Source: an optimization exercise on an open RTL-to-GDS flow (aim: small area, a short achievable clock period and few clock cycles per item). Production flows keep margins and buffers that such runs may drop. At most, simulation tests tie the RTL to the original design; equivalence was not proved. The RTL of run 1 was laid out without a check of its function.

==> flow/design.v (outline; a module is shown in full before it is edited, if it fits) <==
// module xt1_mod_codec: 1324 lines
module xt1_mod_codec (
  input  wire        clk,
  input  wire        rst,         
  input  wire        in_valid,
  output wire        in_ready,
  input  wire        in_mode,     
  input  wire [32:0] in_data,
  output reg         out_valid,
  output reg  [32:0] out_data,    
  output reg         out_erase    
);
  // ...
==> flow/flow/run.sh <==
#!/bin/bash
# Layout flow: the standard flow, with two changes.
#  1. After the standard synthesis, polfix.py flips full-adder cells (a full
#     adder computes the complements of its outputs from the complements of
#     its inputs) and rebuilds half adders from an XOR and an AND-type gate
#     where that suits their neighbours, so that fewer inverters sit between
#     them. Registers, their names and cell types, the ports and every other
#     cell stay as synthesis made them.
#  2. The port buffers are sky130_fd_sc_hd__buf_2 instead of the default
#     delay buffer.
# Each tool's output goes to a log file of its own in this folder.
set -euo pipefail
R=orfs/results/${FLOW_PLATFORM}/xt1_mod_codec/base

bash standard.sh synth > 1_synth.log 2>&1

python3 flow/polfix.py $R/1_2_yosys.v $R/1_2_yosys_polfix.v > 1_polfix.log 2>&1
cp $R/1_2_yosys.v 1_2_yosys_standard.v
cp $R/1_2_yosys_polfix.v $R/1_2_yosys.v
rm -f $R/1_synth.odb $R/1_synth.sdc

export BUFFER_PORTS_ARGS="-buffer_cell sky130_fd_sc_hd__buf_2"
bash standard.sh finish > 2_layout.log 2>&1
==> flow/flow/polfix.py <==
#!/usr/bin/env python3
"""Remove inverters around the adder cells of a Yosys netlist.

A full adder is self-dual: complementing its three inputs complements both of
its outputs. So each fa cell may be "flipped" (fed the complements of its
inputs, giving the complements of its outputs) without changing what the
circuit computes. A half adder may likewise be rebuilt from an XOR/XNOR gate
and a two-input AND-type gate that take and give whichever polarities suit
its neighbours. This searches (simulated annealing, fixed seed) for flips and
half-adder forms that minimise cell area plus the inverters the netlist then
needs, and writes the netlist back. Registers, their names and cell types,
the ports and every other cell stay exactly as they were.

usage: polfix.py in.v out.v
"""
import math, random, re, sys

INV = ("sky130_fd_sc_hd__inv_1", "sky130_fd_sc_hd__inv_2", "sky130_fd_sc_hd__clkinv_1")
FA = "sky130_fd_sc_hd__fa_1"
HA = "sky130_fd_sc_hd__ha_1"
OUTPINS = {"X", "Y", "Q", "Q_N", "SUM", "COUT", "HI", "LO", "GCLK"}
A_INV = 3.7536
A_XOR = 8.7584
A_HA = 12.512
# AND-type gate for (pa, pb, pc): cell, area, pin order (input pins for a', b'), output pin
GATE = {
    (0, 0, 0): ("and2_1", 6.256, ("A", "B"), "X"),
    (0, 0, 1): ("nand2_1", 3.7536, ("A", "B"), "Y"),
    (1, 1, 0): ("nor2_1", 3.7536, ("A", "B"), "Y"),
    (1, 1, 1): ("or2_1", 6.256, ("A", "B"), "X"),
    (1, 0, 0): ("nor2b_1", 6.256, ("A", "B_N"), "Y"),
    (0, 1, 0): ("nor2b_1", 6.256, ("B_N", "A"), "Y"),
    (1, 0, 1): ("nand2b_1", 6.256, ("A_N", "B"), "Y"),
    (0, 1, 1): ("nand2b_1", 6.256, ("B", "A_N"), "Y"),
}

def ha_kept(st):
    return st == (0, 0, 0, 0)

def ha_area(st):
    pa, pb, ps, pc = st
    if (pa, pb, pc) == (0, 0, 0) and ps == 0:
        return A_HA
    return A_XOR + GATE[(pa, pb, pc)][1]

src = open(sys.argv[1]).read()
m = re.search(r"^module\s+(\S+)\s*\((.*?)\);", src, re.S | re.M)
body_start = m.end()
endm = src.rindex("endmodule")
body = src[body_start:endm]
inst_re = re.compile(r"^\s*(sky130_fd_sc_hd__\w+)\s+(\S+)\s*\((.*?)\);\s*$", re.S | re.M)
pin_re = re.compile(r"\.(\w+)\(\s*(.*?)\s*\)\s*(?:,|$)", re.S)
insts = []
for im in inst_re.finditer(body):
    pm = [(p, net.strip()) for p, net in pin_re.findall(im.group(3))]
    insts.append((im.group(1), im.group(2), pm))
decls = inst_re.sub("", body)
decls = re.sub(r"\(\*.*?\*\)", "", decls, flags=re.S)
if re.search(r"\bassign\b", decls):
    sys.exit("polfix: netlist has assign statements; not handled")
ports_out = set(dm.group(1) for dm in re.finditer(r"^\s*output\s+(?:\[[^\]]*\]\s*)?(\S+?)\s*;", decls, re.M))

def is_const(net):
    return bool(re.match(r"^\d+'", net))
def port_base(net):
    return net.lstrip("\\").strip().split("[")[0]

drv = {}
for idx, (t, n, pm) in enumerate(insts):
    for p, net in pm:
        if p in OUTPINS:
            drv[net] = (idx, p)
inv_idx = {i for i, (t, n, pm) in enumerate(insts) if t in INV}

def root(net):
    par = 0
    for _ in range(1000):
        if net in drv and drv[net][0] in inv_idx:
            net = dict(insts[drv[net][0]][2])["A"]; par ^= 1
        else:
            break
    return net, par

fa_idx = [i for i, (t, n, pm) in enumerate(insts) if t == FA]
ha_idx = [i for i, (t, n, pm) in enumerate(insts) if t == HA]
kind = {}
for i in fa_idx: kind[i] = "fa"
for i in ha_idx: kind[i] = "ha"

flip = {i: 0 for i in fa_idx}
hst = {i: (0, 0, 0, 0) for i in ha_idx}

# consumers of each root: (parity, idx or None, pin)
cons = {}
for idx, (t, n, pm) in enumerate(insts):
    if idx in inv_idx:
        continue
    for p, net in pm:
        if p in OUTPINS or net == "" or is_const(net):
            continue
        r, par = root(net)
        cons.setdefault(r, []).append((par, idx if idx in kind else None, p))
for (t, n, pm) in insts:
    for p, net in pm:
        if port_base(net) in ports_out and p in OUTPINS:
            r, par = root(net)
            cons.setdefault(r, []).append((par, None, "PORT"))
# outputs of adder cells
prod_of = {}
for i in fa_idx + ha_idx:
    for p, net in insts[i][2]:
        if p in ("SUM", "COUT"):
            prod_of[net] = (i, p)

def need_pol(par, idx, pin):
    if idx is None:
        return par
    if kind[idx] == "fa":
        return par ^ flip[idx]
    pa, pb, ps, pc = hst[idx]
    return par ^ (pa if pin == "A" else pb)

def prod_pol(r):
    if r not in prod_of:
        return 0
    i, p = prod_of[r]
    if kind[i] == "fa":
        return flip[i]
    return hst[i][2] if p == "SUM" else hst[i][3]

def root_cost(r):
    pp = prod_pol(r)
    for par, idx, pin in cons.get(r, []):
        if need_pol(par, idx, pin) != pp:
            return A_INV
    return 0.0

cell_roots = {}
for i in fa_idx + ha_idx:
    rs = set()
    for p, net in insts[i][2]:
        if p in ("SUM", "COUT"):
            rs.add(net)
        elif not is_const(net) and net != "":
            rs.add(root(net)[0])
    cell_roots[i] = list(rs)

def local(i):
    c = sum(root_cost(r) for r in cell_roots[i])
    if kind[i] == "ha":
        c += ha_area(hst[i])
    return c

def total():
    return sum(root_cost(r) for r in cons) + sum(ha_area(hst[i]) for i in ha_idx)

start = total()
random.seed(1)
cells = fa_idx + ha_idx
best_f, best_h, bestc = dict(flip), dict(hst), start
cur = start
T = 4.0
steps = 300000 if cells else 0
for s in range(steps):
    i = random.choice(cells)
    c0 = local(i)
    if kind[i] == "fa":
        old = flip[i]; flip[i] ^= 1
    else:
        old = hst[i]; st = list(old); k = random.randrange(4); st[k] ^= 1; hst[i] = tuple(st)
    c1 = local(i)
    d = c1 - c0
    if d <= 0 or random.random() < math.exp(-d / T):
        cur += d
        if cur < bestc - 1e-9:
            bestc = cur; best_f = dict(flip); best_h = dict(hst)
    else:
        if kind[i] == "fa": flip[i] = old
        else: hst[i] = old
    T = max(0.05, T * 0.99998)
flip, hst = best_f, best_h
end = total()

# ---------------------------------------------------------------- rebuild
cnt = [0]
def fresh():
    cnt[0] += 1
    return "_polfix%d_" % cnt[0]
phys = {}
newwires = []
invs = []
for r in set(list(cons.keys()) + list(prod_of.keys())):
    pp = prod_pol(r)
    if pp == 0:
        phys[(r, 0)] = r
    else:
        w = fresh(); newwires.append(w); phys[(r, 1)] = w
    needs = set(need_pol(par, idx, pin) for par, idx, pin in cons.get(r, []))
    other = 1 - pp
    if other in needs:
        if other == 0:
            phys[(r, 0)] = r; invs.append((phys[(r, 1)], r))
        else:
            w = fresh(); newwires.append(w); phys[(r, 1)] = w; invs.append((r, w))

def net_for(net, want):
    if is_const(net) or net == "":
        return net
    r, par = root(net)
    return phys[(r, par ^ want)]

newinst = []
for idx, (t, n, pm) in enumerate(insts):
    if idx in inv_idx:
        continue
    if idx in kind and kind[idx] == "ha" and not ha_kept(hst[idx]):
        pa, pb, ps, pc = hst[idx]
        d = dict(pm)
        a = net_for(d["A"], pa); b = net_for(d["B"], pb)
        so = phys[(d["SUM"], ps)] if "SUM" in d and d["SUM"] in phys or (d.get("SUM"), ps) in phys else fresh()
        co = phys[(d["COUT"], pc)] if (d.get("COUT"), pc) in phys else fresh()
        if so.startswith("_polfix") and so not in newwires: newwires.append(so)
        if co.startswith("_polfix") and co not in newwires: newwires.append(co)
        if pa ^ pb == ps:
            newinst.append(("sky130_fd_sc_hd__xor2_1", n + "_x", [("A", a), ("B", b), ("X", so)]))
        else:
            newinst.append(("sky130_fd_sc_hd__xnor2_1", n + "_x", [("A", a), ("B", b), ("Y", so)]))
        cell, ar, (pina, pinb), op = GATE[(pa, pb, pc)]
        newinst.append(("sky130_fd_sc_hd__" + cell, n + "_c", [(pina, a), (pinb, b), (op, co)]))
        continue
    f = flip.get(idx, 0) if idx in kind and kind[idx] == "fa" else 0
    npm = []
    for p, net in pm:
        if p in OUTPINS:
            if f and (net, 1) in phys:
                npm.append((p, phys[(net, 1)]))
            elif f:
                w = fresh(); newwires.append(w); npm.append((p, w))
            else:
                npm.append((p, net))
        else:
            npm.append((p, net_for(net, f)))
    newinst.append((t, n, npm))
for i, (a, y) in enumerate(invs):
    newinst.append(("sky130_fd_sc_hd__inv_1", "_polfixinv%d_" % i, [("A", a), ("Y", y)]))

def fmt(net):
    return net + " " if net.startswith("\\") else net
out = [src[:body_start], decls.rstrip() + "\n"]
for w in newwires:
    out.append("  wire %s;\n" % w)
for t, n, pm in newinst:
    out.append("  %s %s (\n%s\n  );\n" % (t, fmt(n), ",\n".join("    .%s(%s)" % (p, fmt(net)) for p, net in pm)))
out.append(src[endm:])
open(sys.argv[2], "w").write("".join(out))
sys.stderr.write("polfix: inverters %d -> %d; fa flipped %d of %d; ha rebuilt %d of %d; area of adders+inverters %.1f -> %.1f\n" % (
    len(inv_idx), len(invs), sum(flip.values()), len(fa_idx),
    sum(1 for i in ha_idx if not ha_kept(hst[i])), len(ha_idx), start, end))
==> flow/standard.sh <==
#!/bin/bash
# synth_recipe.tcl (not shown) runs the flow's synth.tcl, then flattens the netlist and writes it again
# the make line also repeats each setting of config.mk as NAME=value (left out here)
make -C /OpenROAD-flow-scripts/flow DESIGN_CONFIG=/design/flow/config.mk WORK_HOME=/design/flow/orfs CLKGATE_MAP_FILE= SYNTH_SCRIPT=/design/flow/synth_recipe.tcl "${@:-finish}"
==> flow/config.mk <==
export PLATFORM = sky130hd
export DESIGN_NAME = xt1_mod_codec
export DESIGN_NICKNAME = xt1_mod_codec
export VERILOG_FILES = /design/flow/design.v
export SDC_FILE = /design/flow/constraint.sdc
export NUM_CORES = 4
export LEC_CHECK = 0
export CAP_MARGIN = 20
export CORE_MARGIN = 2
export CORE_UTILIZATION = 55
export CTS_CLUSTER_DIAMETER = 80
export CTS_CLUSTER_SIZE = 30
export SLEW_MARGIN = 20
==> flow/constraint.sdc <==
create_clock -name core_clock -period 160.0 [get_ports {clk}]
set_input_delay 32.0000 -clock core_clock [delete_from_list [all_inputs] [get_ports {clk}]]
set_output_delay 32.0000 -clock core_clock [all_outputs]
set_load 0.01 [all_outputs]
==> impl_metrics.env, run 1 <==
export IMPL_clock_area_share_pct=3.172
export IMPL_bufAreaShareNonClock_pct=2.436
export IMPL_register_area_sq_mm=0.004204
export IMPL_critPathBufInv=13
export IMPL_coreArea_sq_mm=0.03172
export IMPL_path_clk_slew_ps=100
export IMPL_status="complete, no violations"
export IMPL_cts_setup_buffers=0
export IMPL_fp_row_count=65
export IMPL_route_detailed_drc=0
export IMPL_wl_met2_mm=18.19
export IMPL_layout_setup_ws_ps=126410
export IMPL_crit_end="s2_w[23]"
export IMPL_avgSynthCellArea_sq_um=11.64
export IMPL_io_pins=73
export IMPL_cts_sinks=210
export IMPL_grt_pass1_vias=11320
export IMPL_grtUsageTotal_pct=24.00
export IMPL_synth_nets=1971
export IMPL_grt_max_degree=45
export IMPL_inverters=161
export IMPL_numPortBuffers=71
export IMPL_htreeDepth=1
export IMPL_cp_num_cells=116
export IMPL_worstSkewPairLatency_ps=510
export IMPL_die_w_um=183.9
export IMPL_die_h_um=183.9
export IMPL_viasPerCell=5.349
export IMPL_finalClockSkew_ps=21.83
export IMPL_critPathMostFrequentCell="fa_1"
export IMPL_cp_required_ps=160420
export IMPL_multi_input_area_share_pct=66.72
export IMPL_fin_area_sq_mm=0.01921
export IMPL_die_area_sq_mm=0.03381
export IMPL_wirelength_mm=37.78
export IMPL_min_period_ps=33590
export IMPL_first_iter_violations=498
export IMPL_hp_class="reg2reg"
export IMPL_whs_ps=320.5
export IMPL_clk_path_buf_depth=3
export IMPL_synth_warnings=1
==> run 2: changes to the inputs <==
--- a/flow/design.v
+++ b/flow/design.v
@@ -1116,209 +1116,210 @@
   wire fc1039 = (fs1001 & n1013) | (fs1001 & fc1037) | (n1013 & fc1037);
   wire fs1040 = fs1003 ^ n1013 ^ fc1039;
   wire fc1041 = (fs1003 & n1013) | (fs1003 & fc1039) | (n1013 & fc1039);
   wire fs1042 = fs1005 ^ n1013 ^ fc1041;
   wire fc1043 = (fs1005 & n1013) | (fs1005 & fc1041) | (n1013 & fc1041);
   wire fs1044 = fs1007 ^ n1013 ^ fc1043;
   wire fc1045 = (fs1007 & n1013) | (fs1007 & fc1043) | (n1013 & fc1043);
   wire xs1046 = fs1009 ^ xs1011 ^ fc1045;
-  localparam [32:0] POL4 = 33'b001010101010101000000000000001000;
+  wire n1047 = ~s3_w[1];
+  wire n1048 = ~s3_w[0];
+  wire hs1049 = n1047 ^ n1048;
+  wire hc1050 = n1047 & n1048;
+  wire n1051 = ~hc1050;
+  wire fs1052 = hs1014 ^ xs1046 ^ n1051;
+  wire fc1053 = (hs1014 & xs1046) | (hs1014 & n1051) | (xs1046 & n1051);
+  wire n1054 = ~hs1018;
+  wire fs1055 = n1054 ^ xs1046 ^ fc1053;
+  wire fc1056 = (n1054 & xs1046) | (n1054 & fc1053) | (xs1046 & fc1053);
+  wire fs1057 = fs1022 ^ xs1046 ^ fc1056;
+  wire fc1058 = (fs1022 & xs1046) | (fs1022 & fc1056) | (xs1046 & fc1056);
+  wire fs1059 = fs1024 ^ xs1046 ^ fc1058;
+  wire fc1060 = (fs1024 & xs1046) | (fs1024 & fc1058) | (xs1046 & fc1058);
+  wire fs1061 = fs1026 ^ xs1046 ^ fc1060;
+  wire fc1062 = (fs1026 & xs1046) | (fs1026 & fc1060) | (xs1046 & fc1060);
+  wire fs1063 = fs1028 ^ xs1046 ^ fc1062;
+  wire fc1064 = (fs1028 & xs1046) | (fs1028 & fc1062) | (xs1046 & fc1062);
+  wire n1065 = ~xs1046;
+  wire fs1066 = fs1030 ^ n1065 ^ fc1064;
+  wire fc1067 = (fs1030 & n1065) | (fs1030 & fc1064) | (n1065 & fc1064);
+  wire fs1068 = fs1032 ^ xs1046 ^ fc1067;
+  wire fc1069 = (fs1032 & xs1046) | (fs1032 & fc1067) | (xs1046 & fc1067);
+  wire fs1070 = fs1034 ^ xs1046 ^ fc1069;
+  wire fc1071 = (fs1034 & xs1046) | (fs1034 & fc1069) | (xs1046 & fc1069);
+  wire fs1072 = fs1036 ^ xs1046 ^ fc1071;
+  wire fc1073 = (fs1036 & xs1046) | (fs1036 & fc1071) | (xs1046 & fc1071);
+  wire fs1074 = fs1038 ^ xs1046 ^ fc1073;
+  wire fc1075 = (fs1038 & xs1046) | (fs1038 & fc1073) | (xs1046 & fc1073);
+  wire fs1076 = fs1040 ^ xs1046 ^ fc1075;
+  wire fc1077 = (fs1040 & xs1046) | (fs1040 & fc1075) | (xs1046 & fc1075);
+  wire fs1078 = fs1042 ^ xs1046 ^ fc1077;
+  wire fc1079 = (fs1042 & xs1046) | (fs1042 & fc1077) | (xs1046 & fc1077);
+  wire xs1080 = fs1044 ^ xs1046 ^ fc1079;
+  localparam [32:0] POL4 = 33'b001010101010101011000000000000011;
   reg        s4_v;
   reg        s4_mode;
   reg [32:0] s4_w;
-  wire [32:0] s4_enc = {s3_w[32], s3_w[31], s3_w[30], s3_w[29], s3_w[28], s3_w[27], s3_w[26], s3_w[25], s3_w[24], s3_w[23], s3_w[22], s3_w[21], s3_w[20], xs945, xs977, xs1011, xs1046, fs1044, fs1042, fs1040, fs1038, fs1036, fs1034, fs1032, fs1030, fs1028, fs1026, fs1024, fs1022, hs1018, hs1014, s3_w[1], s3_w[0]};
+  wire [32:0] s4_enc = {s3_w[32], s3_w[31], s3_w[30], s3_w[29], s3_w[28], s3_w[27], s3_w[26], s3_w[25], s3_w[24], s3_w[23], s3_w[22], s3_w[21], s3_w[20], xs945, xs977, xs1011, xs1046, xs1080, fs1078, fs1076, fs1074, fs1072, fs1070, fs1068, fs1066, fs1063, fs1061, fs1059, fs1057, fs1055, fs1052, hs1049, s3_w[0]};
   always @(posedge clk) begin
     s4_v    <= s3_v & ~rst;
     s4_mode <= s3_mode;
-    s4_w[20:0] <= s3_mode ? {~s3_w[20], s3_w[19], ~s3_w[18], s3_w[17], s3_w[16], s3_w[15], s3_w[14], s3_w[13], s3_w[12], s3_w[11], s3_w[10], s3_w[9], ~s3_w[8], s3_w[7], s3_w[6], s3_w[5], s3_w[4], ~s3_w[3], s3_w[2], s3_w[1], s3_w[0]} : s4_enc[20:0];
+    s4_w[20:0] <= s3_mode ? {~s3_w[20], s3_w[19], ~s3_w[18], s3_w[17], ~s3_w[16], ~s3_w[15], s3_w[14], s3_w[13], s3_w[12], s3_w[11], s3_w[10], s3_w[9], ~s3_w[8], s3_w[7], s3_w[6], s3_w[5], s3_w[4], s3_w[3], s3_w[2], ~s3_w[1], ~s3_w[0]} : s4_enc[20:0];
     s4_w[32:21] <= s3_w[32:21];
   end
-  wire n1047 = ~s4_w[1];
-  wire n1048 = ~s4_w[0];
-  wire hs1049 = n1047 ^ n1048;
-  wire hc1050 = n1047 & n1048;
-  wire n1051 = ~hc1050;
-  wire fs1052 = s4_w[2] ^ s4_w[16] ^ n1051;
-  wire fc1053 = (s4_w[2] & s4_w[16]) | (s4_w[2] & n1051) | (s4_w[16] & n1051);
-  wire n1054 = ~s4_w[3];
-  wire fs1055 = n1054 ^ s4_w[16] ^ fc1053;
-  wire fc1056 = (n1054 & s4_w[16]) | (n1054 & fc1053) | (s4_w[16] & fc1053);
-  wire fs1057 = s4_w[4] ^ s4_w[16] ^ fc1056;
-  wire fc1058 = (s4_w[4] & s4_w[16]) | (s4_w[4] & fc1056) | (s4_w[16] & fc1056);
-  wire fs1059 = s4_w[5] ^ s4_w[16] ^ fc1058;
-  wire fc1060 = (s4_w[5] & s4_w[16]) | (s4_w[5] & fc1058) | (s4_w[16] & fc1058);
-  wire fs1061 = s4_w[6] ^ s4_w[16] ^ fc1060;
-  wire fc1062 = (s4_w[6] & s4_w[16]) | (s4_w[6] & fc1060) | (s4_w[16] & fc1060);
-  wire fs1063 = s4_w[7] ^ s4_w[16] ^ fc1062;
-  wire fc1064 = (s4_w[7] & s4_w[16]) | (s4_w[7] & fc1062) | (s4_w[16] & fc1062);
-  wire n1065 = ~s4_w[16];
-  wire fs1066 = s4_w[8] ^ n1065 ^ fc1064;
-  wire fc1067 = (s4_w[8] & n1065) | (s4_w[8] & fc1064) | (n1065 & fc1064);
-  wire fs1068 = s4_w[9] ^ s4_w[16] ^ fc1067;
-  wire fc1069 = (s4_w[9] & s4_w[16]) | (s4_w[9] & fc1067) | (s4_w[16] & fc1067);
-  wire fs1070 = s4_w[10] ^ s4_w[16] ^ fc1069;
-  wire fc1071 = (s4_w[10] & s4_w[16]) | (s4_w[10] & fc1069) | (s4_w[16] & fc1069);
-  wire fs1072 = s4_w[11] ^ s4_w[16] ^ fc1071;
-  wire fc1073 = (s4_w[11] & s4_w[16]) | (s4_w[11] & fc1071) | (s4_w[16] & fc1071);
-  wire fs1074 = s4_w[12] ^ s4_w[16] ^ fc1073;
-  wire fc1075 = (s4_w[12] & s4_w[16]) | (s4_w[12] & fc1073) | (s4_w[16] & fc1073);
-  wire fs1076 = s4_w[13] ^ s4_w[16] ^ fc1075;
-  wire fc1077 = (s4_w[13] & s4_w[16]) | (s4_w[13] & fc1075) | (s4_w[16] & fc1075);
-  wire fs1078 = s4_w[14] ^ s4_w[16] ^ fc1077;
-  wire fc1079 = (s4_w[14] & s4_w[16]) | (s4_w[14] & fc1077) | (s4_w[16] & fc1077);
-  wire xs1080 = s4_w[15] ^ s4_w[16] ^ fc1079;
-  wire hs1081 = n1048 ^ xs1080;
-  wire hc1082 = n1048 & xs1080;
-  wire n1083 = ~hs1049;
-  wire hs1084 = n1083 ^ hc1082;
-  wire hc1085 = n1083 & hc1082;
-  wire hs1086 = fs1052 ^ hc1085;
-  wire hc1087 = fs1052 & hc1085;
-  wire hs1088 = fs1055 ^ hc1087;
-  wire hc1089 = fs1055 & hc1087;
-  wire hs1090 = fs1057 ^ hc1089;
-  wire hc1091 = fs1057 & hc1089;
-  wire hs1092 = fs1059 ^ hc1091;
-  wire hc1093 = fs1059 & hc1091;
-  wire hs1094 = fs1061 ^ hc1093;
-  wire hc1095 = fs1061 & hc1093;
-  wire n1096 = ~fs1063;
-  wire n1097 = ~hc1095;
-  wire hs1098 = n1096 ^ n1097;
-  wire hc1099 = n1096 & n1097;
-  wire n1100 = ~xs1080;
-  wire n1101 = ~hc1099;
-  wire fs1102 = fs1066 ^ n1100 ^ n1101;
-  wire fc1103 = (fs1066 & n1100) | (fs1066 & n1101) | (n1100 & n1101);
-  wire fs1104 = fs1068 ^ n1100 ^ fc1103;
-  wire fc1105 = (fs1068 & n1100) | (fs1068 & fc1103) | (n1100 & fc1103);
-  wire fs1106 = fs1070 ^ n1100 ^ fc1105;
-  wire fc1107 = (fs1070 & n1100) | (fs1070 & fc1105) | (n1100 & fc1105);
-  wire fs1108 = fs1072 ^ n1100 ^ fc1107;
-  wire fc1109 = (fs1072 & n1100) | (fs1072 & fc1107) | (n1100 & fc1107);
-  wire fs1110 = fs1074 ^ n1100 ^ fc1109;
-  wire fc1111 = (fs1074 & n1100) | (fs1074 & fc1109) | (n1100 & fc1109);
-  wire fs1112 = fs1076 ^ n1100 ^ fc1111;
-  wire fc1113 = (fs1076 & n1100) | (fs1076 & fc1111) | (n1100 & fc1111);
-  wire xs1114 = fs1078 ^ xs1080 ^ fc1113;
-  wire n1115 = ~hs1098;
-  wire fs1116 = n1115 ^ xs1114 ^ hs1094;
-  wire fc1117 = (n1115 & xs1114) | (n1115 & hs1094) | (xs1114 & hs1094);
-  wire fs1118 = fs1102 ^ xs1114 ^ fc1117;
-  wire fc1119 = (fs1102 & xs1114) | (fs1102 & fc1117) | (xs1114 & fc1117);
-  wire fs1120 = fs1104 ^ xs1114 ^ fc1119;
-  wire fc1121 = (fs1104 & xs1114) | (fs1104 & fc1119) | (xs1114 & fc1119);
-  wire fs1122 = fs1106 ^ xs1114 ^ fc1121;
-  wire fc1123 = (fs1106 & xs1114) | (fs1106 & fc1121) | (xs1114 & fc1121);
-  wire fs1124 = fs1108 ^ xs1114 ^ fc1123;
-  wire fc1125 = (fs1108 & xs1114) | (fs1108 & fc1123) | (xs1114 & fc1123);
-  wire fs1126 = fs1110 ^ xs1114 ^ fc1125;
-  wire fc1127 = (fs1110 & xs1114) | (fs1110 & fc1125) | (xs1114 & fc1125);
-  wire xs1128 = fs1112 ^ xs1114 ^ fc1127;
-  wire n1129 = ~hs1094;
-  wire n1130 = ~xs1128;
-  wire fs1131 = n1129 ^ n1130 ^ hs1092;
-  wire fc1132 = (n1129 & n1130) | (n1129 & hs1092) | (n1130 & hs1092);
-  wire fs1133 = fs1116 ^ n1130 ^ fc1132;
-  wire fc1134 = (fs1116 & n1130) | (fs1116 & fc1132) | (n1130 & fc1132);
-  wire fs1135 = fs1118 ^ n1130 ^ fc1134;
-  wire fc1136 = (fs1118 & n1130) | (fs1118 & fc1134) | (n1130 & fc1134);
-  wire fs1137 = fs1120 ^ n1130 ^ fc1136;
-  wire fc1138 = (fs1120 & n1130) | (fs1120 & fc1136) | (n1130 & fc1136);
-  wire fs1139 = fs1122 ^ n1130 ^ fc1138;
-  wire fc1140 = (fs1122 & n1130) | (fs1122 & fc1138) | (n1130 & fc1138);
-  wire fs1141 = fs1124 ^ n1130 ^ fc1140;
-  wire fc1142 = (fs1124 & n1130) | (fs1124 & fc1140) | (n1130 & fc1140);
-  wire xs1143 = fs1126 ^ xs1128 ^ fc1142;
-  wire n1144 = ~hs1092;
-  wire fs1145 = n1144 ^ xs1143 ^ hs1090;
-  wire fc1146 = (n1144 & xs1143) | (n1144 & hs1090) | (xs1143 & hs1090);
-  wire fs1147 = fs1131 ^ xs1143 ^ fc1146;
-  wire fc1148 = (fs1131 & xs1143) | (fs1131 & fc1146) | (xs1143 & fc1146);
-  wire fs1149 = fs1133 ^ xs1143 ^ fc1148;
-  wire fc1150 = (fs1133 & xs1143) | (fs1133 & fc1148) | (xs1143 & fc1148);
-  wire fs1151 = fs1135 ^ xs1143 ^ fc1150;
-  wire fc1152 = (fs1135 & xs1143) | (fs1135 & fc1150) | (xs1143 & fc1150);
-  wire fs1153 = fs1137 ^ xs1143 ^ fc1152;
-  wire fc1154 = (fs1137 & xs1143) | (fs1137 & fc1152) | (xs1143 & fc1152);
-  wire fs1155 = fs1139 ^ xs1143 ^ fc1154;
-  wire fc1156 = (fs1139 & xs1143) | (fs1139 & fc1154) | (xs1143 & fc1154);
-  wire xs1157 = fs1141 ^ xs1143 ^ fc1156;
-  wire n1158 = ~hs1090;
-  wire n1159 = ~xs1157;
-  wire fs1160 = n1158 ^ n1159 ^ hs1088;
-  wire fc1161 = (n1158 & n1159) | (n1158 & hs1088) | (n1159 & hs1088);
-  wire fs1162 = fs1145 ^ n1159 ^ fc1161;
-  wire fc1163 = (fs1145 & n1159) | (fs1145 & fc1161) | (n1159 & fc1161);
-  wire fs1164 = fs1147 ^ n1159 ^ fc1163;
-  wire fc1165 = (fs1147 & n1159) | (fs1147 & fc1163) | (n1159 & fc1163);
-  wire fs1166 = fs1149 ^ n1159 ^ fc1165;
-  wire fc1167 = (fs1149 & n1159) | (fs1149 & fc1165) | (n1159 & fc1165);
-  wire fs1168 = fs1151 ^ n1159 ^ fc1167;
-  wire fc1169 = (fs1151 & n1159) | (fs1151 & fc1167) | (n1159 & fc1167);
-  wire fs1170 = fs1153 ^ n1159 ^ fc1169;
-  wire fc1171 = (fs1153 & n1159) | (fs1153 & fc1169) | (n1159 & fc1169);
-  wire xs1172 = fs1155 ^ xs1157 ^ fc1171;
-  wire n1173 = ~hs1088;
-  wire fs1174 = n1173 ^ xs1172 ^ hs1086;
-  wire fc1175 = (n1173 & xs1172) | (n1173 & hs1086) | (xs1172 & hs1086);
-  wire fs1176 = fs1160 ^ xs1172 ^ fc1175;
-  wire fc1177 = (fs1160 & xs1172) | (fs1160 & fc1175) | (xs1172 & fc1175);
-  wire fs1178 = fs1162 ^ xs1172 ^ fc1177;
-  wire fc1179 = (fs1162 & xs1172) | (fs1162 & fc1177) | (xs1172 & fc1177);
-  wire fs1180 = fs1164 ^ xs1172 ^ fc1179;
-  wire fc1181 = (fs1164 & xs1172) | (fs1164 & fc1179) | (xs1172 & fc1179);
-  wire fs1182 = fs1166 ^ xs1172 ^ fc1181;
-  wire fc1183 = (fs1166 & xs1172) | (fs1166 & fc1181) | (xs1172 & fc1181);
-  wire fs1184 = fs1168 ^ xs1172 ^ fc1183;
-  wire fc1185 = (fs1168 & xs1172) | (fs1168 & fc1183) | (xs1172 & fc1183);
-  wire xs1186 = fs1170 ^ xs1172 ^ fc1185;
-  wire n1187 = ~hs1086;
-  wire n1188 = ~xs1186;
-  wire fs1189 = n1187 ^ n1188 ^ hs1084;
-  wire fc1190 = (n1187 & n1188) | (n1187 & hs1084) | (n1188 & hs1084);
-  wire fs1191 = fs1174 ^ n1188 ^ fc1190;
-  wire fc1192 = (fs1174 & n1188) | (fs1174 & fc1190) | (n1188 & fc1190);
-  wire fs1193 = fs1176 ^ n1188 ^ fc1192;
-  wire fc1194 = (fs1176 & n1188) | (fs1176 & fc1192) | (n1188 & fc1192);
-  wire fs1195 = fs1178 ^ n1188 ^ fc1194;
-  wire fc1196 = (fs1178 & n1188) | (fs1178 & fc1194) | (n1188 & fc1194);
-  wire fs1197 = fs1180 ^ n1188 ^ fc1196;
-  wire fc1198 = (fs1180 & n1188) | (fs1180 & fc1196) | (n1188 & fc1196);
-  wire fs1199 = fs1182 ^ n1188 ^ fc1198;
-  wire fc1200 = (fs1182 & n1188) | (fs1182 & fc1198) | (n1188 & fc1198);
-  wire xs1201 = fs1184 ^ xs1186 ^ fc1200;
-  wire n1202 = ~hs1084;
-  wire fs1203 = n1202 ^ xs1201 ^ hs1081;
-  wire fc1204 = (n1202 & xs1201) | (n1202 & hs1081) | (xs1201 & hs1081);
-  wire fs1205 = fs1189 ^ xs1201 ^ fc1204;
-  wire fc1206 = (fs1189 & xs1201) | (fs1189 & fc1204) | (xs1201 & fc1204);
-  wire fs1207 = fs1191 ^ xs1201 ^ fc1206;
-  wire fc1208 = (fs1191 & xs1201) | (fs1191 & fc1206) | (xs1201 & fc1206);
-  wire fs1209 = fs1193 ^ xs1201 ^ fc1208;
-  wire fc1210 = (fs1193 & xs1201) | (fs1193 & fc1208) | (xs1201 & fc1208);
-  wire fs1211 = fs1195 ^ xs1201 ^ fc1210;
-  wire fc1212 = (fs1195 & xs1201) | (fs1195 & fc1210) | (xs1201 & fc1210);
-  wire fs1213 = fs1197 ^ xs1201 ^ fc1212;
-  wire fc1214 = (fs1197 & xs1201) | (fs1197 & fc1212) | (xs1201 & fc1212);
-  wire xs1215 = fs1199 ^ xs1201 ^ fc1214;
-  wire n1216 = ~hs1081;
-  wire hs1217 = n1216 ^ xs1215;
-  wire hc1218 = n1216 & xs1215;
-  wire hs1219 = fs1203 ^ hc1218;
-  wire hc1220 = fs1203 & hc1218;
-  wire hs1221 = fs1205 ^ hc1220;
-  wire hc1222 = fs1205 & hc1220;
-  wire hs1223 = fs1207 ^ hc1222;
-  wire hc1224 = fs1207 & hc1222;
-  wire hs1225 = fs1209 ^ hc1224;
-  wire hc1226 = fs1209 & hc1224;
-  wire hs1227 = fs1211 ^ hc1226;
-  wire hc1228 = fs1211 & hc1226;
-  wire xs1229 = fs1213 ^ hc1228;
-  wire [32:0] res_w = {s4_w[32], s4_w[31], ~s4_w[30], s4_w[29], ~s4_w[28], s4_w[27], ~s4_w[26], s4_w[25], ~s4_w[24], s4_w[23], ~s4_w[22], s4_w[21], ~s4_w[20], s4_w[19], ~s4_w[18], s4_w[17], (s4_mode ? s4_w[16] : ~s4_w[16]), (s4_mode ? s4_w[15] : xs1080), (s4_mode ? s4_w[14] : ~xs1114), (s4_mode ? s4_w[13] : xs1128), (s4_mode ? s4_w[12] : ~xs1143), (s4_mode ? s4_w[11] : xs1157), (s4_mode ? s4_w[10] : ~xs1172), (s4_mode ? s4_w[9] : xs1186), (s4_mode ? s4_w[8] : ~xs1201), (s4_mode ? s4_w[7] : xs1215), (s4_mode ? s4_w[6] : xs1229), (s4_mode ? s4_w[5] : hs1227), (s4_mode ? s4_w[4] : hs1225), (s4_mode ? ~s4_w[3] : hs1223), (s4_mode ? s4_w[2] : hs1221), (s4_mode ? s4_w[1] : hs1219), (s4_mode ? s4_w[0] : hs1217)};
+  wire n1081 = ~s4_w[0];
+  wire hs1082 = n1081 ^ s4_w[15];
+  wire hc1083 = n1081 & s4_w[15];
+  wire n1084 = ~s4_w[1];
+  wire hs1085 = n1084 ^ hc1083;
+  wire hc1086 = n1084 & hc1083;
+  wire hs1087 = s4_w[2] ^ hc1086;
+  wire hc1088 = s4_w[2] & hc1086;
+  wire hs1089 = s4_w[3] ^ hc1088;
+  wire hc1090 = s4_w[3] & hc1088;
+  wire hs1091 = s4_w[4] ^ hc1090;
+  wire hc1092 = s4_w[4] & hc1090;
+  wire hs1093 = s4_w[5] ^ hc1092;
+  wire hc1094 = s4_w[5] & hc1092;
+  wire hs1095 = s4_w[6] ^ hc1094;
+  wire hc1096 = s4_w[6] & hc1094;
+  wire n1097 = ~s4_w[7];
+  wire n1098 = ~hc1096;
+  wire hs1099 = n1097 ^ n1098;
+  wire hc1100 = n1097 & n1098;
+  wire n1101 = ~s4_w[15];
+  wire n1102 = ~hc1100;
+  wire fs1103 = s4_w[8] ^ n1101 ^ n1102;
+  wire fc1104 = (s4_w[8] & n1101) | (s4_w[8] & n1102) | (n1101 & n1102);
+  wire fs1105 = s4_w[9] ^ n1101 ^ fc1104;
+  wire fc1106 = (s4_w[9] & n1101) | (s4_w[9] & fc1104) | (n1101 & fc1104);
+  wire fs1107 = s4_w[10] ^ n1101 ^ fc1106;
+  wire fc1108 = (s4_w[10] & n1101) | (s4_w[10] & fc1106) | (n1101 & fc1106);
+  wire fs1109 = s4_w[11] ^ n1101 ^ fc1108;
+  wire fc1110 = (s4_w[11] & n1101) | (s4_w[11] & fc1108) | (n1101 & fc1108);
+  wire fs1111 = s4_w[12] ^ n1101 ^ fc1110;
+  wire fc1112 = (s4_w[12] & n1101) | (s4_w[12] & fc1110) | (n1101 & fc1110);
+  wire fs1113 = s4_w[13] ^ n1101 ^ fc1112;
+  wire fc1114 = (s4_w[13] & n1101) | (s4_w[13] & fc1112) | (n1101 & fc1112);
+  wire xs1115 = s4_w[14] ^ s4_w[15] ^ fc1114;
+  wire n1116 = ~hs1099;
+  wire fs1117 = n1116 ^ xs1115 ^ hs1095;
+  wire fc1118 = (n1116 & xs1115) | (n1116 & hs1095) | (xs1115 & hs1095);
+  wire fs1119 = fs1103 ^ xs1115 ^ fc1118;
+  wire fc1120 = (fs1103 & xs1115) | (fs1103 & fc1118) | (xs1115 & fc1118);
+  wire fs1121 = fs1105 ^ xs1115 ^ fc1120;
+  wire fc1122 = (fs1105 & xs1115) | (fs1105 & fc1120) | (xs1115 & fc1120);
+  wire fs1123 = fs1107 ^ xs1115 ^ fc1122;
+  wire fc1124 = (fs1107 & xs1115) | (fs1107 & fc1122) | (xs1115 & fc1122);
+  wire fs1125 = fs1109 ^ xs1115 ^ fc1124;
+  wire fc1126 = (fs1109 & xs1115) | (fs1109 & fc1124) | (xs1115 & fc1124);
+  wire fs1127 = fs1111 ^ xs1115 ^ fc1126;
+  wire fc1128 = (fs1111 & xs1115) | (fs1111 & fc1126) | (xs1115 & fc1126);
+  wire xs1129 = fs1113 ^ xs1115 ^ fc1128;
+  wire n1130 = ~hs1095;
+  wire n1131 = ~xs1129;
+  wire fs1132 = n1130 ^ n1131 ^ hs1093;
+  wire fc1133 = (n1130 & n1131) | (n1130 & hs1093) | (n1131 & hs1093);
+  wire fs1134 = fs1117 ^ n1131 ^ fc1133;
+  wire fc1135 = (fs1117 & n1131) | (fs1117 & fc1133) | (n1131 & fc1133);
+  wire fs1136 = fs1119 ^ n1131 ^ fc1135;
+  wire fc1137 = (fs1119 & n1131) | (fs1119 & fc1135) | (n1131 & fc1135);
+  wire fs1138 = fs1121 ^ n1131 ^ fc1137;
+  wire fc1139 = (fs1121 & n1131) | (fs1121 & fc1137) | (n1131 & fc1137);
+  wire fs1140 = fs1123 ^ n1131 ^ fc1139;
+  wire fc1141 = (fs1123 & n1131) | (fs1123 & fc1139) | (n1131 & fc1139);
+  wire fs1142 = fs1125 ^ n1131 ^ fc1141;
+  wire fc1143 = (fs1125 & n1131) | (fs1125 & fc1141) | (n1131 & fc1141);
+  wire xs1144 = fs1127 ^ xs1129 ^ fc1143;
+  wire n1145 = ~hs1093;
+  wire fs1146 = n1145 ^ xs1144 ^ hs1091;
+  wire fc1147 = (n1145 & xs1144) | (n1145 & hs1091) | (xs1144 & hs1091);
+  wire fs1148 = fs1132 ^ xs1144 ^ fc1147;
+  wire fc1149 = (fs1132 & xs1144) | (fs1132 & fc1147) | (xs1144 & fc1147);
+  wire fs1150 = fs1134 ^ xs1144 ^ fc1149;
+  wire fc1151 = (fs1134 & xs1144) | (fs1134 & fc1149) | (xs1144 & fc1149);
+  wire fs1152 = fs1136 ^ xs1144 ^ fc1151;
+  wire fc1153 = (fs1136 & xs1144) | (fs1136 & fc1151) | (xs1144 & fc1151);
+  wire fs1154 = fs1138 ^ xs1144 ^ fc1153;
+  wire fc1155 = (fs1138 & xs1144) | (fs1138 & fc1153) | (xs1144 & fc1153);
+  wire fs1156 = fs1140 ^ xs1144 ^ fc1155;
+  wire fc1157 = (fs1140 & xs1144) | (fs1140 & fc1155) | (xs1144 & fc1155);
+  wire xs1158 = fs1142 ^ xs1144 ^ fc1157;
+  wire n1159 = ~hs1091;
+  wire n1160 = ~xs1158;
+  wire fs1161 = n1159 ^ n1160 ^ hs1089;
+  wire fc1162 = (n1159 & n1160) | (n1159 & hs1089) | (n1160 & hs1089);
+  wire fs1163 = fs1146 ^ n1160 ^ fc1162;
+  wire fc1164 = (fs1146 & n1160) | (fs1146 & fc1162) | (n1160 & fc1162);
+  wire fs1165 = fs1148 ^ n1160 ^ fc1164;
+  wire fc1166 = (fs1148 & n1160) | (fs1148 & fc1164) | (n1160 & fc1164);
+  wire fs1167 = fs1150 ^ n1160 ^ fc1166;
+  wire fc1168 = (fs1150 & n1160) | (fs1150 & fc1166) | (n1160 & fc1166);
+  wire fs1169 = fs1152 ^ n1160 ^ fc1168;
+  wire fc1170 = (fs1152 & n1160) | (fs1152 & fc1168) | (n1160 & fc1168);
+  wire fs1171 = fs1154 ^ n1160 ^ fc1170;
+  wire fc1172 = (fs1154 & n1160) | (fs1154 & fc1170) | (n1160 & fc1170);
+  wire xs1173 = fs1156 ^ xs1158 ^ fc1172;
+  wire n1174 = ~hs1089;
+  wire fs1175 = n1174 ^ xs1173 ^ hs1087;
+  wire fc1176 = (n1174 & xs1173) | (n1174 & hs1087) | (xs1173 & hs1087);
+  wire fs1177 = fs1161 ^ xs1173 ^ fc1176;
+  wire fc1178 = (fs1161 & xs1173) | (fs1161 & fc1176) | (xs1173 & fc1176);
+  wire fs1179 = fs1163 ^ xs1173 ^ fc1178;
+  wire fc1180 = (fs1163 & xs1173) | (fs1163 & fc1178) | (xs1173 & fc1178);
+  wire fs1181 = fs1165 ^ xs1173 ^ fc1180;
+  wire fc1182 = (fs1165 & xs1173) | (fs1165 & fc1180) | (xs1173 & fc1180);
+  wire fs1183 = fs1167 ^ xs1173 ^ fc1182;
+  wire fc1184 = (fs1167 & xs1173) | (fs1167 & fc1182) | (xs1173 & fc1182);
+  wire fs1185 = fs1169 ^ xs1173 ^ fc1184;
+  wire fc1186 = (fs1169 & xs1173) | (fs1169 & fc1184) | (xs1173 & fc1184);
+  wire xs1187 = fs1171 ^ xs1173 ^ fc1186;
+  wire n1188 = ~hs1087;
+  wire n1189 = ~xs1187;
+  wire fs1190 = n1188 ^ n1189 ^ hs1085;
+  wire fc1191 = (n1188 & n1189) | (n1188 & hs1085) | (n1189 & hs1085);
+  wire fs1192 = fs1175 ^ n1189 ^ fc1191;
+  wire fc1193 = (fs1175 & n1189) | (fs1175 & fc1191) | (n1189 & fc1191);
+  wire fs1194 = fs1177 ^ n1189 ^ fc1193;
+  wire fc1195 = (fs1177 & n1189) | (fs1177 & fc1193) | (n1189 & fc1193);
+  wire fs1196 = fs1179 ^ n1189 ^ fc1195;
+  wire fc1197 = (fs1179 & n1189) | (fs1179 & fc1195) | (n1189 & fc1195);
+  wire fs1198 = fs1181 ^ n1189 ^ fc1197;
+  wire fc1199 = (fs1181 & n1189) | (fs1181 & fc1197) | (n1189 & fc1197);
+  wire fs1200 = fs1183 ^ n1189 ^ fc1199;
+  wire fc1201 = (fs1183 & n1189) | (fs1183 & fc1199) | (n1189 & fc1199);
+  wire xs1202 = fs1185 ^ xs1187 ^ fc1201;
+  wire n1203 = ~hs1085;
+  wire fs1204 = n1203 ^ xs1202 ^ hs1082;
+  wire fc1205 = (n1203 & xs1202) | (n1203 & hs1082) | (xs1202 & hs1082);
+  wire fs1206 = fs1190 ^ xs1202 ^ fc1205;
+  wire fc1207 = (fs1190 & xs1202) | (fs1190 & fc1205) | (xs1202 & fc1205);
+  wire fs1208 = fs1192 ^ xs1202 ^ fc1207;
+  wire fc1209 = (fs1192 & xs1202) | (fs1192 & fc1207) | (xs1202 & fc1207);
+  wire fs1210 = fs1194 ^ xs1202 ^ fc1209;
+  wire fc1211 = (fs1194 & xs1202) | (fs1194 & fc1209) | (xs1202 & fc1209);
+  wire fs1212 = fs1196 ^ xs1202 ^ fc1211;
+  wire fc1213 = (fs1196 & xs1202) | (fs1196 & fc1211) | (xs1202 & fc1211);
+  wire fs1214 = fs1198 ^ xs1202 ^ fc1213;
+  wire fc1215 = (fs1198 & xs1202) | (fs1198 & fc1213) | (xs1202 & fc1213);
+  wire xs1216 = fs1200 ^ xs1202 ^ fc1215;
+  wire n1217 = ~hs1082;
+  wire hs1218 = n1217 ^ xs1216;
+  wire hc1219 = n1217 & xs1216;
+  wire hs1220 = fs1204 ^ hc1219;
+  wire hc1221 = fs1204 & hc1219;
+  wire hs1222 = fs1206 ^ hc1221;
+  wire hc1223 = fs1206 & hc1221;
+  wire hs1224 = fs1208 ^ hc1223;
+  wire hc1225 = fs1208 & hc1223;
+  wire hs1226 = fs1210 ^ hc1225;
+  wire hc1227 = fs1210 & hc1225;
+  wire hs1228 = fs1212 ^ hc1227;
+  wire hc1229 = fs1212 & hc1227;
+  wire xs1230 = fs1214 ^ hc1229;
+  wire [32:0] res_w = {s4_w[32], s4_w[31], ~s4_w[30], s4_w[29], ~s4_w[28], s4_w[27], ~s4_w[26], s4_w[25], ~s4_w[24], s4_w[23], ~s4_w[22], s4_w[21], ~s4_w[20], s4_w[19], ~s4_w[18], s4_w[17], ~s4_w[16], (s4_mode ? ~s4_w[15] : s4_w[15]), (s4_mode ? s4_w[14] : ~xs1115), (s4_mode ? s4_w[13] : xs1129), (s4_mode ? s4_w[12] : ~xs1144), (s4_mode ? s4_w[11] : xs1158), (s4_mode ? s4_w[10] : ~xs1173), (s4_mode ? s4_w[9] : xs1187), (s4_mode ? s4_w[8] : ~xs1202), (s4_mode ? s4_w[7] : xs1216), (s4_mode ? s4_w[6] : xs1230), (s4_mode ? s4_w[5] : hs1228), (s4_mode ? s4_w[4] : hs1226), (s4_mode ? s4_w[3] : hs1224), (s4_mode ? s4_w[2] : hs1222), (s4_mode ? ~s4_w[1] : hs1220), (s4_mode ? ~s4_w[0] : hs1218)};
   always @(posedge clk) begin
     out_valid <= s4_v & ~rst;
     out_data  <= {~s4_mode & res_w[32], res_w[31:0]};
     out_erase <= s4_mode & res_w[32];
   end
 endmodule
==> flow/config.mk (replaced) <==
export PLATFORM = sky130hd
export DESIGN_NAME = xt1_mod_codec
export DESIGN_NICKNAME = xt1_mod_codec
export VERILOG_FILES = /design/flow/design.v
export SDC_FILE = /design/flow/constraint.sdc
export NUM_CORES = 4
export LEC_CHECK = 0
export CAP_MARGIN = 20
export CORE_MARGIN = 2
export CORE_UTILIZATION = 40
export SLEW_MARGIN = 20
==> run 2 against run 1 <==
Worst setup slack better by 85 ps. Critical path depth fell by 19. First-iteration DRC count up 4.8%. Utilization fell by 16 points. Area after synthesis is 2.2% lower. Flip-flop and latch count did not move. Cell count rose by 8.0%. Global-route usage down 7.0 points. Via count shrank 1.6%. Critical path type unchanged. Highest routed layer unchanged.
==> impl_metrics.env, run 2 <==
export IMPL_wl_per_cell_um=16.93
export IMPL_cpPeakStageDelay_ps=900
export IMPL_dpl_cell_area_sq_mm=0.01849
export IMPL_cts_setup_buffers=0
export IMPL_cts_sinks=210
export IMPL_worstMarginPinSlew_ps=1110
export IMPL_synth_nets=1923
export IMPL_antenna_found_initial=0
export IMPL_cap_violations=0
export IMPL_slowest_stage="xnor2_1"
export IMPL_reg2reg_depth=97
export IMPL_register_area_sq_mm=0.004204
export IMPL_start_util_pct=40.52
export IMPL_io_pins=73
export IMPL_maxSlewHeadroom_pct=25.87
export IMPL_die_w_um=212.7
export IMPL_grt_pass1_wl_mm=59.55
export IMPL_hpwlAfterDp_mm=30.29
export IMPL_htreeDepth=1
export IMPL_cp_arrival_ps=33980
export IMPL_dp_cells=2123
export IMPL_path_delay_family="adder cells"
export IMPL_rsz0062_at_grt="false"
export IMPL_nNetsFinal=1998
export IMPL_first_iter_violations=522
export IMPL_synth_area_sq_mm=0.01741
export IMPL_cts_buffers=25
export IMPL_endpoint_kind="flop"
export IMPL_wirelength_mm=36.70
export IMPL_die_h_um=212.7
export IMPL_drv_slew=0
export IMPL_finalSetupViolCount=0
export IMPL_route_detailed_drc=0
export IMPL_fillers=4084
export IMPL_drive_gt1_share_pct=11.75
export IMPL_cp_required_ps=160470
export IMPL_fp_row_count=76
export IMPL_viasPerCell=4.873
export IMPL_clk_path_buf_depth=3
export IMPL_min_period_ps=33510
export IMPL_vias=10560
export IMPL_max_freq_ghz=0.02984
export IMPL_grt_max_degree=40
export IMPL_layout_common_cells="fa_1 (360), dfxtp_1 (210), inv_1 (142)"
export IMPL_die_area_sq_mm=0.04522
export IMPL_cp_num_cells=97
export IMPL_fin_area_sq_mm=0.01937
export IMPL_syn_inst=1490
export IMPL_n_antenna_cell=0
export IMPL_cts_root_buf="clkbuf_16"
export IMPL_tns_ps=0
export IMPL_drtPass1Iterations=5
export IMPL_grt_pass1_vias=11220
export IMPL_syn2layout_area_growth_pct=11.24
export IMPL_numPortBuffers=71
export IMPL_cts_resized=0
export IMPL_avgSynthCellArea_sq_um=11.69
export IMPL_synth_warnings=1
export IMPL_critPathBufInv=11
export IMPL_worstSetupPathType="reg2reg"
export IMPL_path_clk_slew_ps=60
export IMPL_path_max_fanout=14
export IMPL_layout_setup_ws_ps=126490
export IMPL_hold_violations=0
export IMPL_cp_start_kind="flop"
export IMPL_grtUsageTotal_pct=16.96
export IMPL_critPathMostFrequentCell="fa_1"
export IMPL_multi_input_area_sq_mm=0.01258
export IMPL_fin_util_pct=45.07
export IMPL_final_common_cell="fa_1"
export IMPL_postRouteAntennaNets=0
export IMPL_coreArea_sq_mm=0.04298
export IMPL_finalClockSkew_ps=18.52
export IMPL_gp_congestion=0.8826
export IMPL_hp_class="reg2reg"
export IMPL_cts_tree="done"
export IMPL_fin_cells=2168
export IMPL_post_place_ws_ps=126190
export IMPL_hold_depth=0
export IMPL_overflow=0
export IMPL_cts_hold_buf=0
export IMPL_status="complete, no violations"
export IMPL_worstSkewPairLatency_ps=560
export IMPL_fin_crit_sh_pct=20.94
==> run 2: cell type report <==
| class | instances | share of cell area (%) |
|---|---|---|
| Clock buffer | 27 | 3.268 |
| Timing Repair Buffer | 83 | 2.299 |
| Tap cell | 585 | 3.779 |
| Clock inverter | 18 | 1.247 |
| Sequential cell | 210 | 21.70 |
| Multi-Input combinational cell | 1102 | 64.92 |
| Inverter | 143 | 2.784 |
==> run 2: worst paths after layout <==
check | startpoint | end | slack, ps
hold / removal | s2_w[29] | s3_w[29] | 320
setup reg to reg | s2_w[24] | s3_w[20] | 126490
setup / recovery | s2_w[24] | s3_w[20] | 126490
hold reg to reg | s2_w[29] | s3_w[29] | 320
==> run 2: through the flow <==
| stage | hold WS, ps |
|---|---|
| global route | 327.1 |
| global placement | 310.7 |
| CTS | 317.8 |
| finish | 316.6 |
| floorplan | 309.6 |
| detailed placement | 312.1 |
==> run 2: routing by layer <==
metal | vias to the layer above | GRT usage, % | routed length [um]
met3 | 45 | 3.133 | 1845
met2 | 229 | 28.61 | 18130
met5 | - | 0 | 0
met1 | 5413 | 23.01 | 16010
met4 | 0 | 3.279 | 713
li1 | 4877 | - | -
Testbench counts of run 2, summed over its fixed seeds: cycles 32,040, items 32,000.
==> run 3: changes to the inputs <==
--- a/flow/config.mk
+++ b/flow/config.mk
@@ -8,4 +8,6 @@
 export CAP_MARGIN = 20
 export CORE_MARGIN = 2
 export CORE_UTILIZATION = 40
+export CTS_CLUSTER_DIAMETER = 80
+export CTS_CLUSTER_SIZE = 30
 export SLEW_MARGIN = 20
==> run 3 against run 2 <==
Flip-flop and latch count stayed put. Sequential share of layout area is 0.28 points higher. Highest routed layer unchanged. Hold slack better by 14 ps. Critical endpoint is now s4_w[15]. Critical path depth is 14 lower. Via count is 1.4% lower.
==> impl_metrics.env, run 3 <==
export IMPL_status="complete, no violations"
export IMPL_coreArea_sq_mm=0.04298
export IMPL_grt_pass1_vias=11290
export IMPL_worstMarginPinSlew_ps=1118
export IMPL_cts_resized=0
export IMPL_cts_setup_buffers=0
export IMPL_cts_buffers=16
export IMPL_drv_slew=0
export IMPL_start_util_pct=40.52
export IMPL_avgSynthCellArea_sq_um=11.69
export IMPL_die_w_um=212.7
export IMPL_hp_class="reg2reg"
export IMPL_drtPass1Iterations=5
export IMPL_viasPerCell=4.837
export IMPL_critPathMostFrequentCell="fa_1"
export IMPL_n_antenna_cell=0
export IMPL_hold_violations=0
export IMPL_final_common_cell="fa_1"
export IMPL_path_max_fanout=15
export IMPL_syn2layout_area_growth_pct=9.836
export IMPL_synth_area_sq_mm=0.01741
export IMPL_r2r_end="s4_w[15]"
export IMPL_hpwlAfterDp_mm=31.07
export IMPL_postRouteAntennaNets=0
export IMPL_nNetsFinal=1991
export IMPL_grt_max_degree=39
export IMPL_wl_per_cell_um=17.12
export IMPL_synth_warnings=1
export IMPL_cts_root_buf="clkbuf_16"
export IMPL_gp_congestion=0.8695
export IMPL_vias=10420
export IMPL_cts_hold_buf=0
export IMPL_syn_inst=1490
export IMPL_synth_nets=1923
export IMPL_finalSetupViolCount=0
export IMPL_grtUsageTotal_pct=17.31
export IMPL_hold_depth=0
export IMPL_hp_start="s1_w[0]"
export IMPL_first_iter_violations=568
export IMPL_grt_pass1_wl_mm=60.35
export IMPL_fin_crit_sh_pct=20.85
export IMPL_cp_start_kind="flop"
export IMPL_reg2reg_depth=83
export IMPL_cts_sinks=210
export IMPL_drive_gt1_share_pct=10.91
export IMPL_overflow=0
export IMPL_min_period_ps=33360
export IMPL_tns_ps=0
export IMPL_r2r_start="s3_w[20]"
export IMPL_numPortBuffers=71
export IMPL_cp_arrival_ps=33720
export IMPL_worstSetupStartpoint="s3_w[20]"
export IMPL_whs_ps=330.6
export IMPL_max_freq_ghz=0.02997
export IMPL_die_h_um=212.7
export IMPL_maxSlewHeadroom_pct=25.11
export IMPL_clk_path_buf_depth=3
export IMPL_worstSkewPairLatency_ps=530
export IMPL_antenna_found_initial=0
export IMPL_cts_tree="done"
export IMPL_ff2ff_setup_slack_ps=126640
export IMPL_fp_row_count=76
export IMPL_whs_endpoint="s2_w[0]"
export IMPL_cp_required_ps=160360
export IMPL_io_pins=73
export IMPL_path_clk_slew_ps=100
export IMPL_layout_common_cells="fa_1 (360), dfxtp_1 (210), inv_1 (142)"
export IMPL_finalClockSkew_ps=27.08
export IMPL_slowest_stage="dfxtp_1"
export IMPL_endpoint_kind="flop"
export IMPL_htreeDepth=1
export IMPL_die_area_sq_mm=0.04522
export IMPL_route_detailed_drc=0
export IMPL_cpPeakStageDelay_ps=810
export IMPL_cap_violations=0
export IMPL_rsz0062_at_grt="false"
export IMPL_worstSetupPathType="reg2reg"
export IMPL_wirelength_mm=36.87
## run 3: changes by cell type in the layout (fill, tap and decap cells not counted), moves of 2 or more
cell / delta
clkbuf_16: -8
clkinv_16: +3
buf_4: +2
clkinv_8: +2
inv_6: +2
clkinv_2: -3
inv_8: -2
bufinv_16: -3
clkinv_4: -3
clkinvlp_4: -4
## run 3: final cells by class
type | instances | area, sq um
clock buffers | 18 | 429.2
well taps | 585 | 732.0
inverters | 143 | 539.3
flip-flops and latches | 210 | 4204
repair buffers | 85 | 460.4
clock inverters | 10 | 193.9
fillers | 4067 | 23850
multi-input cells | 1102 | 12570
## run 3: layer usage
layer,up-vias,track usage (%),wire length (um)
met4,0,4.099,796
li1,4860,-,-
met2,205,29.94,18450
met1,5305,22.75,15890
met3,45,2.883,1734
met5,-,0,0
## run 3: metrics by stage
step	setup WS, ps	utilization [%]	instances	cell area (sq um)
6_report	126640	44.50	2153	19130
5_1_grt	124980	44.50	2153	19130
4_1_cts	126170	44.50	2153	19130
3_5_place_dp	126170	43.05	2125	18500
3_3_place_gp	126250	43.05	2125	18500
2_1_floorplan	127140	-	1490	17410
## run 3: how the worst max path moves through the flow
| stage | cells after the start | end | slack (ps) |
|---|---|---|---|
| floorplan | 96 | s3_w[20] | 127140 |
| global placement | 83 | s4_w[15] | 126250 |
| detailed placement | 83 | s4_w[15] | 126170 |
| CTS | 83 | s4_w[15] | 126170 |
| global route | 83 | s4_w[15] | 124980 |
| finish | 83 | s4_w[15] | 126640 |
## run 3: worst max-delay path: cells and delay by family (launching register included)
kind	cells	cell delay [ps]
buffers and inverters	8	1910
adder cells (fa/ha/maj)	62	27420
AND/OR/NAND/NOR	2	340
flip-flops	1	810
multiplexers	1	130
XOR/XNOR	10	2570
==> run 4: changes to the inputs <==
--- a/flow/config.mk
+++ b/flow/config.mk
@@ -8,6 +8,6 @@
 export CAP_MARGIN = 20
 export CORE_MARGIN = 2
 export CORE_UTILIZATION = 40
-export CTS_CLUSTER_DIAMETER = 80
-export CTS_CLUSTER_SIZE = 30
+export CTS_CLUSTER_DIAMETER = 100
+export CTS_CLUSTER_SIZE = 40
 export SLEW_MARGIN = 20
==> run 4 against run 3 <==
Routed wire length decreased by 0.84%. Count of clock-buffer cells in the layout down 5. Hold slack got worse by 0.88 ps. Flip-flop and latch count is the same. Still clean on timing, DRC and antenna.
==> impl_metrics.env, run 4 <==
export IMPL_status="complete, no violations"
export IMPL_cts_tree="done"
export IMPL_whs_endpoint="s4_w[24]"
export IMPL_drtPass1Iterations=5
export IMPL_fin_crit_sh_pct=20.89
export IMPL_antenna_found_initial=0
export IMPL_avgSynthCellArea_sq_um=11.69
export IMPL_syn2layout_area_growth_pct=8.844
export IMPL_hp_start="s3_w[24]"
export IMPL_hpwlAfterDp_mm=30.74
export IMPL_reg2reg_depth=82
export IMPL_r2r_start="s3_w[20]"
export IMPL_min_period_ps=33430
export IMPL_finalClockSkew_ps=41.93
export IMPL_numPortBuffers=71
export IMPL_cpPeakStageDelay_ps=820
export IMPL_max_freq_ghz=0.02992
export IMPL_slowest_stage="dfxtp_1"
export IMPL_finalSetupViolCount=0
export IMPL_first_iter_violations=569
export IMPL_layout_common_cells="fa_1 (360), dfxtp_1 (210), inv_1 (142)"
export IMPL_path_max_fanout=15
export IMPL_fillers=4089
export IMPL_die_area_sq_mm=0.04522
export IMPL_gp_congestion=0.8659
export IMPL_drv_slew=0
export IMPL_dp_cells=2123
export IMPL_wl_per_cell_um=17.05
export IMPL_maxSlewHeadroom_pct=30.16
export IMPL_cp_required_ps=160420
export IMPL_cts_hold_buf=0
export IMPL_final_common_cell="fa_1"
export IMPL_hold_violations=0
export IMPL_whs_ps=329.7
export IMPL_synth_warnings=1
export IMPL_clk_path_buf_depth=3
export IMPL_fin_cells=2144
export IMPL_drive_gt1_share_pct=10.46
export IMPL_worstMarginPinSlew_ps=1043
export IMPL_postRouteAntennaNets=0
export IMPL_coreArea_sq_mm=0.04298
export IMPL_viasPerCell=4.852
export IMPL_synth_nets=1923
export IMPL_tns_ps=0
export IMPL_grt_max_degree=39
export IMPL_fp_row_count=76
export IMPL_endpoint_kind="flop"
export IMPL_nNetsFinal=1986
export IMPL_cts_buffers=12
export IMPL_syn_inst=1490
export IMPL_wirelength_mm=36.56
export IMPL_cap_violations=0
export IMPL_die_h_um=212.7
export IMPL_r2r_end="s4_w[15]"
export IMPL_htreeDepth=1
export IMPL_worstSetupPathType="reg2reg"
export IMPL_grt_pass1_vias=11060
export IMPL_critPathMostFrequentCell="fa_1"
export IMPL_n_antenna_cell=0
export IMPL_grt_pass1_wl_mm=59.15
export IMPL_vias=10400
export IMPL_hold_depth=0
export IMPL_grtUsageTotal_pct=16.84
export IMPL_path_clk_slew_ps=120
export IMPL_cp_arrival_ps=33850
export IMPL_ff2ff_setup_slack_ps=126580
export IMPL_cts_setup_buffers=0
export IMPL_overflow=0
export IMPL_fin_util_pct=44.10
export IMPL_cts_root_buf="clkbuf_16"
export IMPL_route_detailed_drc=0
export IMPL_io_pins=73
export IMPL_cts_sinks=210
export IMPL_rsz0062_at_grt="false"
export IMPL_die_w_um=212.7
export IMPL_cp_start_kind="flop"
export IMPL_start_util_pct=40.52
export IMPL_hp_class="reg2reg"
export IMPL_cts_resized=0
export IMPL_synth_area_sq_mm=0.01741
export IMPL_worstSkewPairLatency_ps=510
run 4: area by class of cell:
type	instances	area (sq um)	share of cell area [%]
repair buffers	84	460.4	2.429
clock inverters	7	125.1	0.6601
well taps	585	732.0	3.862
clock buffers	13	325.3	1.716
inverters	143	539.3	2.845
flip-flops and latches	210	4204	22.18
multi-input cells	1102	12570	66.31
run 4: metal layers:
layer	track usage, %	wire length, um
met1	22.97	16200
met5	0	0
met3	2.162	1500
met2	28.92	18280
met4	3.424	575
run 4: critical path: cells and delay by family (launching register included):
family | cells | cell delay (ps)
AND/OR/NAND/NOR | 2 | 350
multiplexers | 1 | 250
XOR/XNOR | 10 | 2780
flip-flops | 1 | 820
buffers and inverters | 7 | 1760
adder cells (fa/ha/maj) | 62 | 27340
run 4: worst max-delay path by stage:
| stage | start | endpoint | depth (start not counted) |
|---|---|---|---|
| 5_1_grt | s3_w[20] | s4_w[15] | 82 |
| 6_report | s3_w[20] | s4_w[15] | 82 |
| 4_1_cts | s3_w[20] | s4_w[15] | 82 |
| 3_3_place_gp | s3_w[20] | s4_w[15] | 82 |
| 2_1_floorplan | s2_w[24] | s3_w[20] | 96 |
| 3_5_place_dp | s3_w[20] | s4_w[15] | 82 |
run 4: per-stage QoR:
stage               setup slack, ps  instance area [sq um]
global route                 124990                  18950
CTS                          126140                  18940
finish                       126580                  18950
floorplan                    127140                  17410
detailed placement           126110                  18490
global placement             126310                  18490

==> static timing again, ports no longer ideal <==
The results above use ideal ports. As a check the final layouts listed here were re-extracted and re-timed, cells and wires unchanged.
Step 1 sets driving cells, clkbuf_16 on the clock port and buf_2 on the other inputs (assumed; they add their load-dependent delay and slew).
Step 2 times the ports against the registers' clock, not the clock port: input delays grow and output delays shrink by t, the midpoint of the rising clock arrivals with the driver on.
Slacks: ideal / step 1 / step 2; pairs: ideal / step 1.
run | t (ns) | setup WS [ns] | slew at the worst register clock pin (ns)
run 1 | 0.551 | 126.407 / 126.407 / 126.407 | 0.10 / 0.10
run 2 | 0.600 | 126.492 / 126.492 / 126.492 | 0.06 / 0.06
run 3 | 0.568 | 126.636 / 126.636 / 126.636 | 0.10 / 0.10
run 4 | 0.546 | 126.575 / 126.575 / 126.575 | 0.12 / 0.12
After both steps every run listed still meets setup and hold.
